Background: an optimization exercise with open tools, aiming at small area and a short achievable clock period. Do not read the settings as production practice. The RTL was checked by simulation tests, not by an equivalence proof against the original design.

==> flow/design.v <==
module crane_add #(parameter W = 16) (
    input  wire [W-1:0] a,
    input  wire [W-1:0] b,
    input  wire         ci,
    output wire [W-1:0] s
);
    reg [W-1:0] g, p, pp;
    integer i, d;
    always @* begin
        g  = a & b;
        p  = a ^ b;
        pp = p;
        g[0] = g[0] | (p[0] & ci);
        for (d = 1; d < W; d = d * 2)
            for (i = 2 * d - 1; i < W; i = i + 2 * d) begin
                g[i]  = g[i] | (pp[i] & g[i-d]);
                pp[i] = pp[i] & pp[i-d];
            end
        for (d = 128; d >= 1; d = d / 2)
            for (i = 3 * d - 1; i < W; i = i + 2 * d) begin
                g[i]  = g[i] | (pp[i] & g[i-d]);
                pp[i] = pp[i] & pp[i-d];
            end
    end
    assign s = p ^ {g[W-2:0], ci};
endmodule
module crane_csa #(parameter W = 16) (
    input  wire [W-1:0] a,
    input  wire [W-1:0] b,
    input  wire [W-1:0] c,
    output wire [W-1:0] s,
    output wire [W-1:0] cy
);
    assign s  = a ^ b ^ c;
    assign cy = {(a[W-2:0] & b[W-2:0]) | (a[W-2:0] & c[W-2:0]) | (b[W-2:0] & c[W-2:0]), 1'b0};
endmodule
module crane_mul8 (
    input  wire [7:0]  a,
    input  wire [7:0]  b,
    output wire [15:0] p
);
    wire [15:0] r [0:8];
    genvar i;
    generate
        for (i = 0; i < 7; i = i + 1) begin : g_row
            assign r[i] = {8'd0, ~(a[7] & b[i]), a[6:0] & {7{b[i]}}} << i;
        end
    endgenerate
    assign r[7] = {1'b0, a[7] & b[7], ~(a[6:0] & {7{b[7]}}), 7'd0};
    assign r[8] = 16'h8100;
    wire [15:0] s0, c0, s1, c1, s2, c2, s3, c3, s4, c4, s5, c5, s6, c6;
    crane_csa #(16) u0 (r[0], r[1], r[2], s0, c0);
    crane_csa #(16) u1 (r[3], r[4], r[5], s1, c1);
    crane_csa #(16) u2 (r[6], r[7], r[8], s2, c2);
    crane_csa #(16) u3 (s0, c0, s1, s3, c3);
    crane_csa #(16) u4 (c1, s2, c2, s4, c4);
    crane_csa #(16) u5 (s3, c3, s4, s5, c5);
    crane_csa #(16) u6 (s5, c5, c4, s6, c6);
    crane_add #(16) ua (s6, c6, 1'b0, p);
endmodule
module crane_elem_decode (
    input  wire [2:0] fmt,
    input  wire [7:0] code,
    output reg        nf,
    output reg  [7:0] sv,
    output reg  [4:0] le
);
    reg       s;
    reg [3:0] m;
    always @* begin
        nf = 1'b0;
        s  = 1'b0;
        m  = 4'd0;
        le = 5'd0;
        case (fmt)
            3'd0: begin  
                s  = code[7];
                nf = (code[6:0] == 7'h7f);
                m  = {code[6:3] != 4'd0, code[2:0]};
                le = (code[6:3] == 4'd0) ? 5'd0 : {1'b0, code[6:3]} - 5'd1;
            end
            3'd1: begin  
                s  = code[7];
                nf = (code[6:2] == 5'h1f);
                m  = {1'b0, code[6:2] != 5'd0, code[1:0]};
                le = (code[6:2] == 5'd0) ? 5'd0 : code[6:2] - 5'd1;
            end
            3'd2: begin  
                s  = code[5];
                m  = {1'b0, code[4:2] != 3'd0, code[1:0]};
                le = (code[4:2] == 3'd0) ? 5'd0 : {2'd0, code[4:2]} - 5'd1;
            end
            3'd3: begin  
                s  = code[5];
                m  = {code[4:3] != 2'd0, code[2:0]};
                le = (code[4:3] == 2'd0) ? 5'd0 : {3'd0, code[4:3]} - 5'd1;
            end
            3'd4: begin  
                s  = code[3];
                m  = {2'd0, code[2:1] != 2'd0, code[0]};
                le = (code[2:1] == 2'd0) ? 5'd0 : {3'd0, code[2:1]} - 5'd1;
            end
            default: ;
        endcase
        if (fmt == 3'd5)
            sv = code;                                    
        else
            sv = ({4'd0, m} ^ {8{s}}) + {7'd0, s};
    end
endmodule
module crane_fmt_emin (
    input  wire [2:0] fmt,
    output reg  [4:0] neg_emin
);
    always @* begin
        case (fmt)
            3'd0:    neg_emin = 5'd9;
            3'd1:    neg_emin = 5'd16;
            3'd2:    neg_emin = 5'd4;
            3'd3:    neg_emin = 5'd3;
            3'd4:    neg_emin = 5'd1;
            default: neg_emin = 5'd0;
        endcase
    end
endmodule
module crane_lane_s1 #(parameter G = 3) (
    input  wire [2:0]  wfmt,
    input  wire [2:0]  xfmt,
    input  wire        wnan,      
    input  wire        xnan,
    input  wire [7:0]  w,
    input  wire [7:0]  x,
    input  wire signed [11:0] c,  
    input  wire        en,
    output wire [15:0] pq,        
    output wire [6:0]  sh,        
    output wire        ev_nf,
    output wire        ev_inx,    
    output wire        ev_ovf
);
    wire       w_nf, x_nf;
    wire [7:0] w_sv, x_sv;
    wire [4:0] w_le, x_le;
    crane_elem_decode u_wdec (.fmt(wfmt), .code(w), .nf(w_nf), .sv(w_sv), .le(w_le));
    crane_elem_decode u_xdec (.fmt(xfmt), .code(x), .nf(x_nf), .sv(x_sv), .le(x_le));
    wire [15:0] p;
    crane_mul8 u_mul (.a(w_sv), .b(x_sv), .p(p));                   
    wire        p_nf = w_nf | x_nf | wnan | xnan;
    wire        nz   = (w_sv != 8'd0) && (x_sv != 8'd0);
    wire        live = !p_nf && nz;
    wire [5:0]         l    = {1'b0, w_le} + {1'b0, x_le};
    wire signed [11:0] k    = $signed({6'd0, l}) + c;     
    wire               cneg = c[11];
    wire        too_low = cneg & (k < -12'sd14);
    wire [3:0]  d     = 4'd14 - (k[3:0] - 4'd2);       
    wire [14:0] mhi   = 15'h7fff << d;                 
    wire [14:0] np    = ~p[14:0];
    wire        big   = p[15] ? ((|(np & mhi)) | (&(np | mhi))) : (|(p[14:0] & mhi));
    wire        overflow = (k > 12'sd112) || ((k >= 12'sd98) && big);
    wire        keep  = en & live & !overflow & !too_low;
    assign pq     = p & {16{keep}};
    assign sh     = cneg ? k[6:0] + 7'd14 : ({1'b0, l} + {{(7-G){1'b0}}, c[G-1:0]} + 7'd14);
    assign ev_nf  = en & p_nf;
    assign ev_inx = en & live & too_low;
    assign ev_ovf = en & live & overflow;
endmodule
module crane_lane_s2 #(parameter LW = 72) (
    input  wire [15:0]   pq,
    input  wire [6:0]    sh,
    output wire [LW-1:0] t,       
    output wire          rup,     
    output wire          inx
);
    wire [LW+13:0] f = $signed(pq) <<< sh;
    wire guard  = f[13];
    wire sticky = |f[12:0];
    assign t   = f[LW+13:14];
    assign rup = guard & (sticky | t[0]);
    assign inx = guard | sticky;
endmodule
module crane_dot4 (
    input  wire         clk,
    input  wire         rst,
    input  wire         in_valid,
    input  wire         in_acc,
    input  wire [9:0]   in_anchor,
    input  wire [2:0]   in_wfmt,
    input  wire [2:0]   in_xfmt,
    input  wire         in_wmx,
    input  wire         in_xmx,
    input  wire [7:0]   in_wscale,
    input  wire [7:0]   in_xscale,
    input  wire [31:0]  in_w,
    input  wire [31:0]  in_x,
    output reg          out_valid,
    output wire [127:0] out_acc,
    output wire         out_ovf,
    output wire         out_inx,
    output wire         out_nf
);
    localparam G  = 3;                  
    localparam LW = 72;                 
    localparam SW = 74;                 
    reg        v0, acc0, wmx0, xmx0;
    reg [9:0]  a0;
    reg [2:0]  wf0, xf0;
    reg [7:0]  ws0, xs0;
    reg [31:0] w0, x0;
    always @(posedge clk) begin
        v0   <= in_valid & ~rst;
        acc0 <= in_acc;
        a0   <= in_anchor;
        wf0  <= in_wfmt;   xf0 <= in_xfmt;
        wmx0 <= in_wmx;    xmx0 <= in_xmx;
        ws0  <= in_wscale; xs0 <= in_xscale;
        w0   <= in_w;      x0 <= in_x;
    end
    wire [4:0] w_nemin, x_nemin;
    crane_fmt_emin u_wem (.fmt(wf0), .neg_emin(w_nemin));
    crane_fmt_emin u_xem (.fmt(xf0), .neg_emin(x_nemin));
    wire signed [11:0] c = 12'sd96 - $signed({7'd0, w_nemin}) - $signed({7'd0, x_nemin})
                         + (wmx0 ? $signed({4'd0, ws0}) - 12'sd127 : 12'sd0)
                         + (xmx0 ? $signed({4'd0, xs0}) - 12'sd127 : 12'sd0)
                         - $signed({{2{a0[9]}}, a0});
    wire wnan = wmx0 & (ws0 == 8'hff);
    wire xnan = xmx0 & (xs0 == 8'hff);
    wire [15:0] pq1 [0:3];
    wire [6:0]  sh1 [0:3];
    wire [3:0]  ev_nf, ev_inx, ev_ovf;
    genvar i;
    generate
        for (i = 0; i < 4; i = i + 1) begin : g_lane1
            crane_lane_s1 #(.G(G)) u_lane (
                .wfmt(wf0), .xfmt(xf0), .wnan(wnan), .xnan(xnan),
                .w(w0[8*i +: 8]), .x(x0[8*i +: 8]), .c(c), .en(v0),
                .pq(pq1[i]), .sh(sh1[i]),
                .ev_nf(ev_nf[i]), .ev_inx(ev_inx[i]), .ev_ovf(ev_ovf[i])
            );
        end
    endgenerate
    wire [6-G:0] cc1 = c[11] ? {(7-G){1'b0}} : c[6:G];
    reg         v1, acc1;
    reg [15:0]  pq1r [0:3];
    reg [6:0]   sh1r [0:3];
    reg [6-G:0] cc1r;
    reg [2:0]   ev1;
    integer j;
    always @(posedge clk) begin
        v1   <= v0 & ~rst;
        acc1 <= acc0;
        for (j = 0; j < 4; j = j + 1) begin
            pq1r[j] <= pq1[j];
            sh1r[j] <= sh1[j];
        end
        cc1r <= cc1;
        ev1  <= {|ev_ovf, |ev_inx, |ev_nf};
    end
    wire [LW-1:0] t [0:3];
    wire [3:0]    rup, inx2;
    generate
        for (i = 0; i < 4; i = i + 1) begin : g_lane2
            crane_lane_s2 #(.LW(LW)) u_lane (
                .pq(pq1r[i]), .sh(sh1r[i]), .t(t[i]), .rup(rup[i]), .inx(inx2[i])
            );
        end
    endgenerate
    wire [SW-1:0] e0 = {{(SW-LW){t[0][LW-1]}}, t[0]};
    wire [SW-1:0] e1 = {{(SW-LW){t[1][LW-1]}}, t[1]};
    wire [SW-1:0] e2 = {{(SW-LW){t[2][LW-1]}}, t[2]};
    wire [SW-1:0] e3 = {{(SW-LW){t[3][LW-1]}}, t[3]};
    wire [SW-1:0] sa, ca, sb, cb, sc, cc;
    crane_csa #(SW) u_c0 (e0, e1, e2, sa, ca);
    crane_csa #(SW) u_c1 (e3, sa, ca | {{(SW-1){1'b0}}, rup[0]}, sb, cb);
    crane_csa #(SW) u_c2 (sb, cb | {{(SW-1){1'b0}}, rup[1]}, {{(SW-1){1'b0}}, rup[2]}, sc, cc);
    wire [SW-1:0] lsum;
    crane_add #(SW) u_lsum (sc, cc | {{(SW-1){1'b0}}, rup[3]}, 1'b0, lsum);
    reg          v2, acc2;
    reg [SW-1:0] lsum2;
    reg [6-G:0]  cc2;
    reg [2:0]    ev2;
    always @(posedge clk) begin
        v2    <= v1 & ~rst;
        acc2  <= acc1;
        lsum2 <= lsum;
        cc2   <= cc1r;
        ev2   <= ev1 | {1'b0, |inx2, 1'b0};
    end
    reg         stale;    
    reg [127:0] acc_r;
    reg [2:0]   flg;
    wire        keep  = acc2 & ~stale;
    wire [127:0] tsum = $signed({{(128-SW){lsum2[SW-1]}}, lsum2}) <<< {cc2, {G{1'b0}}};
    wire [127:0] nacc;
    crane_add #(128) u_acc (acc_r & {128{keep | ~v2}}, tsum, 1'b0, nacc);
    always @(posedge clk) begin
        out_valid <= v2 & ~rst;
        acc_r     <= nacc;
        if (v2) flg <= (flg & {3{keep}}) | ev2;
        if (rst)     stale <= 1'b1;
        else if (v2) stale <= 1'b0;
    end
    assign out_acc = acc_r;
    assign {out_ovf, out_inx, out_nf} = flg;
endmodule
==> flow/run.sh <==
#!/bin/bash
# synth_recipe.tcl (not shown) runs the flow's synth.tcl, then flattens the netlist and writes it again
# the make line also repeats each setting of config.mk as NAME=value (left out here)
make -C /OpenROAD-flow-scripts/flow DESIGN_CONFIG=/design/flow/config.mk WORK_HOME=/design/flow/orfs CLKGATE_MAP_FILE= SYNTH_SCRIPT=/design/flow/synth_recipe.tcl finish
==> flow/config.mk <==
export PLATFORM = sky130hd
export DESIGN_NAME = crane_dot4
export DESIGN_NICKNAME = crane_dot4
export VERILOG_FILES = /design/flow/design.v
export SDC_FILE = /design/flow/constraint.sdc
export NUM_CORES = 4
export LEC_CHECK = 0
export CAP_MARGIN = 20
export CORE_MARGIN = 2
export CORE_UTILIZATION = 40
export SLEW_MARGIN = 20
==> flow/constraint.sdc <==
create_clock -name core_clock -period 24.0 [get_ports {clk}]
set_input_delay 4.8000 -clock core_clock [delete_from_list [all_inputs] [get_ports {clk}]]
set_output_delay 4.8000 -clock core_clock [all_outputs]
set_load 0.01 [all_outputs]
==> notes.md <==
## sequential cells by signal, indices dropped and copies added (netlist names), 3 cells and up
signal,flops
ev1,3
wf0,3
cc1r,4
w0,32
ev2,3
x0,32
xf0,3
sh1r,28
cc2,4
ws0,8
pq1r,64
a0,10
flg,3
acc_r,128
xs0,8
lsum2,74
## cells in the final DEF, fill, tap and decap left out, types with 74 or more instances in the layout
cell,count
fa_1,452
mux2i_1,203
nand2_1,534
a21oi_1,599
o22ai_1,123
nand2b_1,115
xor2_1,109
nor2b_1,110
nor3_1,77
a21o_1,177
inv_1,755
nor2_1,548
xnor2_1,140
nand3_1,74
dfxtp_1,409
and2_1,213
ha_1,576
a211oi_1,75
clkdlybuf4s50_1,233
o21ai_0,292
## worst paths after layout
check,startpoint,endpoint,depth (start not counted)
setup / recovery,xf0[1]$_DFF_P_,pq1r[0][13]$_DFF_P_,38
hold / removal,acc1$_DFF_P_,acc2$_DFF_P_,0
setup reg to reg,xf0[1]$_DFF_P_,pq1r[0][13]$_DFF_P_,38
hold reg to reg,acc1$_DFF_P_,acc2$_DFF_P_,0
## critical path, delay by kind of cell (launching register included)
family / cells / cell delay [ns]
DFF: 1 / 0.89
adders and majority gates: 7 / 3.22
muxes: 2 / 1.04
buffers and inverters: 5 / 0.48
and+or+nand+nor: 10 / 2.28
AOI/OAI and AO/OA: 14 / 2.57
## logic make-up after synthesis
logic type	Yosys count	share of synthesized area [%]
fa+ha+maj	1028	29.9
flops	417	15.4
xor+xnor	260	4.42
simple gates	1959	17.6
compound gates	1696	19.6
buf+inv	1089	7.72
mux	268	5.42
## stage by stage
step | instances | setup slack (ns) | hold slack (ns)
2_1_floorplan | 6717 | 15.14 | 0.310
3_3_place_gp | 8479 | 13.68 | 0.312
3_5_place_dp | 8479 | 13.54 | 0.314
4_1_cts | 8572 | 13.56 | 0.328
5_1_grt | 8572 | 12.80 | 0.339
6_report | 8573 | 13.48 | 0.327
## final cells by class
| type | instances | area [um^2] | share of cell area, % |
|---|---|---|---|
| diodes | 1 | 2.50 | 0.00417 |
| clock buffers | 61 | 1350 | 2.26 |
| clock inverters | 32 | 387 | 0.645 |
| inverters | 770 | 2890 | 4.82 |
| multi-input cells | 5211 | 41900 | 69.8 |
| flip-flops and latches | 417 | 8390 | 14.0 |
| well taps | 1781 | 2230 | 3.72 |
| repair buffers | 300 | 2840 | 4.73 |
## routing by layer
| metal | part of all wire, % | track usage, % | vias to the layer above |
|---|---|---|---|
| met3 | 5.7 | 3.20 | 375 |
| met4 | 4.9 | 11.8 | 2 |
| li1 | - | - | 23000 |
| met2 | 47 | 45.3 | 1763 |
| met1 | 43 | 34.9 | 23500 |
| met5 | 0.0062 | 0 | - |
==> results.yml <==
status:
  status: "no timing/DRC/antenna violations"
timing:
  fin_crit_sh_pct: 43.8
  rsz0062_at_grt: "no"
  maxSlewViolCount: 0
  max_freq_mhz: 95.0
  worstMarginPinSlew_ns: 1.11
  worst_clock_skew_ns: 0.0308
  finalSetupViolCount: 0
  fin_crit_ns: 10.52
  tns_ns: 0
  hold_viol: 0
  relSlewSlack_pct: 25.9
floorplanning:
  die_h_um: 373
  ios: 234
  die_area_um2: 139000
  core_um2: 135000
  initial_utilization_pct: 40.2
  rows: 135
  die_w_um: 373
critical_path:
  critPathMaxStageDelay_ns: 0.89
  end_kind: "flip-flop"
  cp.arrival_ns: 11.11
  cp_common_cell: "fa_1"
  crit_path_top_delay_cell: "dfxtp_1"
  rrSetupSlack_ns: 13.48
  crit_fanout: 18
  cp-start-kind: "flip-flop"
  crit_required_ns: 24.59
  path_class: "flip-flop to flip-flop"
clock_tree:
  cts_htree_levels: 2
  clk_pin_slew_ns: 0.06
  cts_hold_buf: 0
  cts_buffer_depth: 3
  postCtsSetupRepairBufs: 0
  clock-sinks: 417
  clk_latency_ns: 0.66
  cts.repair.resized: 0
  cts_tree: "built"
  cts_made_buffers: 50
  clockRootBuffer: "clkbuf_16"
global_routing:
  track_usage_pct: 27.0
  grt_remaining_overflow: 0
  antenna_found_initial: 5
  grt_max_degree: 84
  grt_pass1_vias: 47400
  grt_pass1_wl_um: 293000
route:
  num_vias: 48700
  drtPass1Iterations: 8
  drc: 0
  wl_per_cell_um: 22.5
  drtAntennaViolNets: 0
  wirelength_um: 193000
  vias_per_cell: 5.68
  drtIter0Drc: 4138
place:
  finalWeightedCongestion: 0.999
  dp_hpwl_um: 159000
  numPortBuffers: 233
  placed_area_um2: 58200
synthesis:
  synthCells: 6717
  async_flop_share_pct: 0
  ys_warn_count: 11
  seq_area_frac_synth_pct: 15.4
  synth_top_area_share_pct: 16.6
  avgSynthCellArea_um2: 8.10
  synth_top_area_cell: "fa_1"
  synthTopCellsByCount: "755 x inv_1, 599 x a21oi_1, 576 x ha_1"
  synth_cell_types: 116
  synth.net_count: 7847
  synth_edf_count: 3
  synth_most_common_cell: "inv_1"
  ys_seq_elements: 417
  synthFlopType: "dfxtp_1"
  synthTopCellsByArea: "fa_1 17%, dfxtp_1 15%, ha_1 13%"
  synth_area_um2: 54400
cells_and_area:
  fill_cells: 13500
  area_growth_pct: 10.3
  final_nets: 7880
  drive_gt1_share_pct: 5.37
  final_util_pct: 44.3
  finalInstanceArea_um2: 60000
worst_hold_path:
  hold_class: "flip-flop to flip-flop"
run:
  maxCapViolations: 0

[what the ideal ports hide]
The flow's constraints put no driver on any port. The routed layout listed below was extracted and timed again, unchanged, in two steps. Step 1, drivers: a clkbuf_16 drives clk and a buf_2 each remaining input, both assumed. Step 2 times the ports against the registers' clock, not the clock port: input delays grow and output delays shrink by t, the midpoint of the rising clock arrivals with the driver on. Slacks: ideal / step 1 / step 2; pairs: ideal / step 1.
t (ns): 0.724
setup WS [ns]: 13.479 / 13.479 / 13.479
worst slew at a driven data input, ns: 0.06
After both steps setup and hold are still met in this run. The setup slack of this run moves by 0.000 ns with the drivers and by 0.000 ns with both steps.
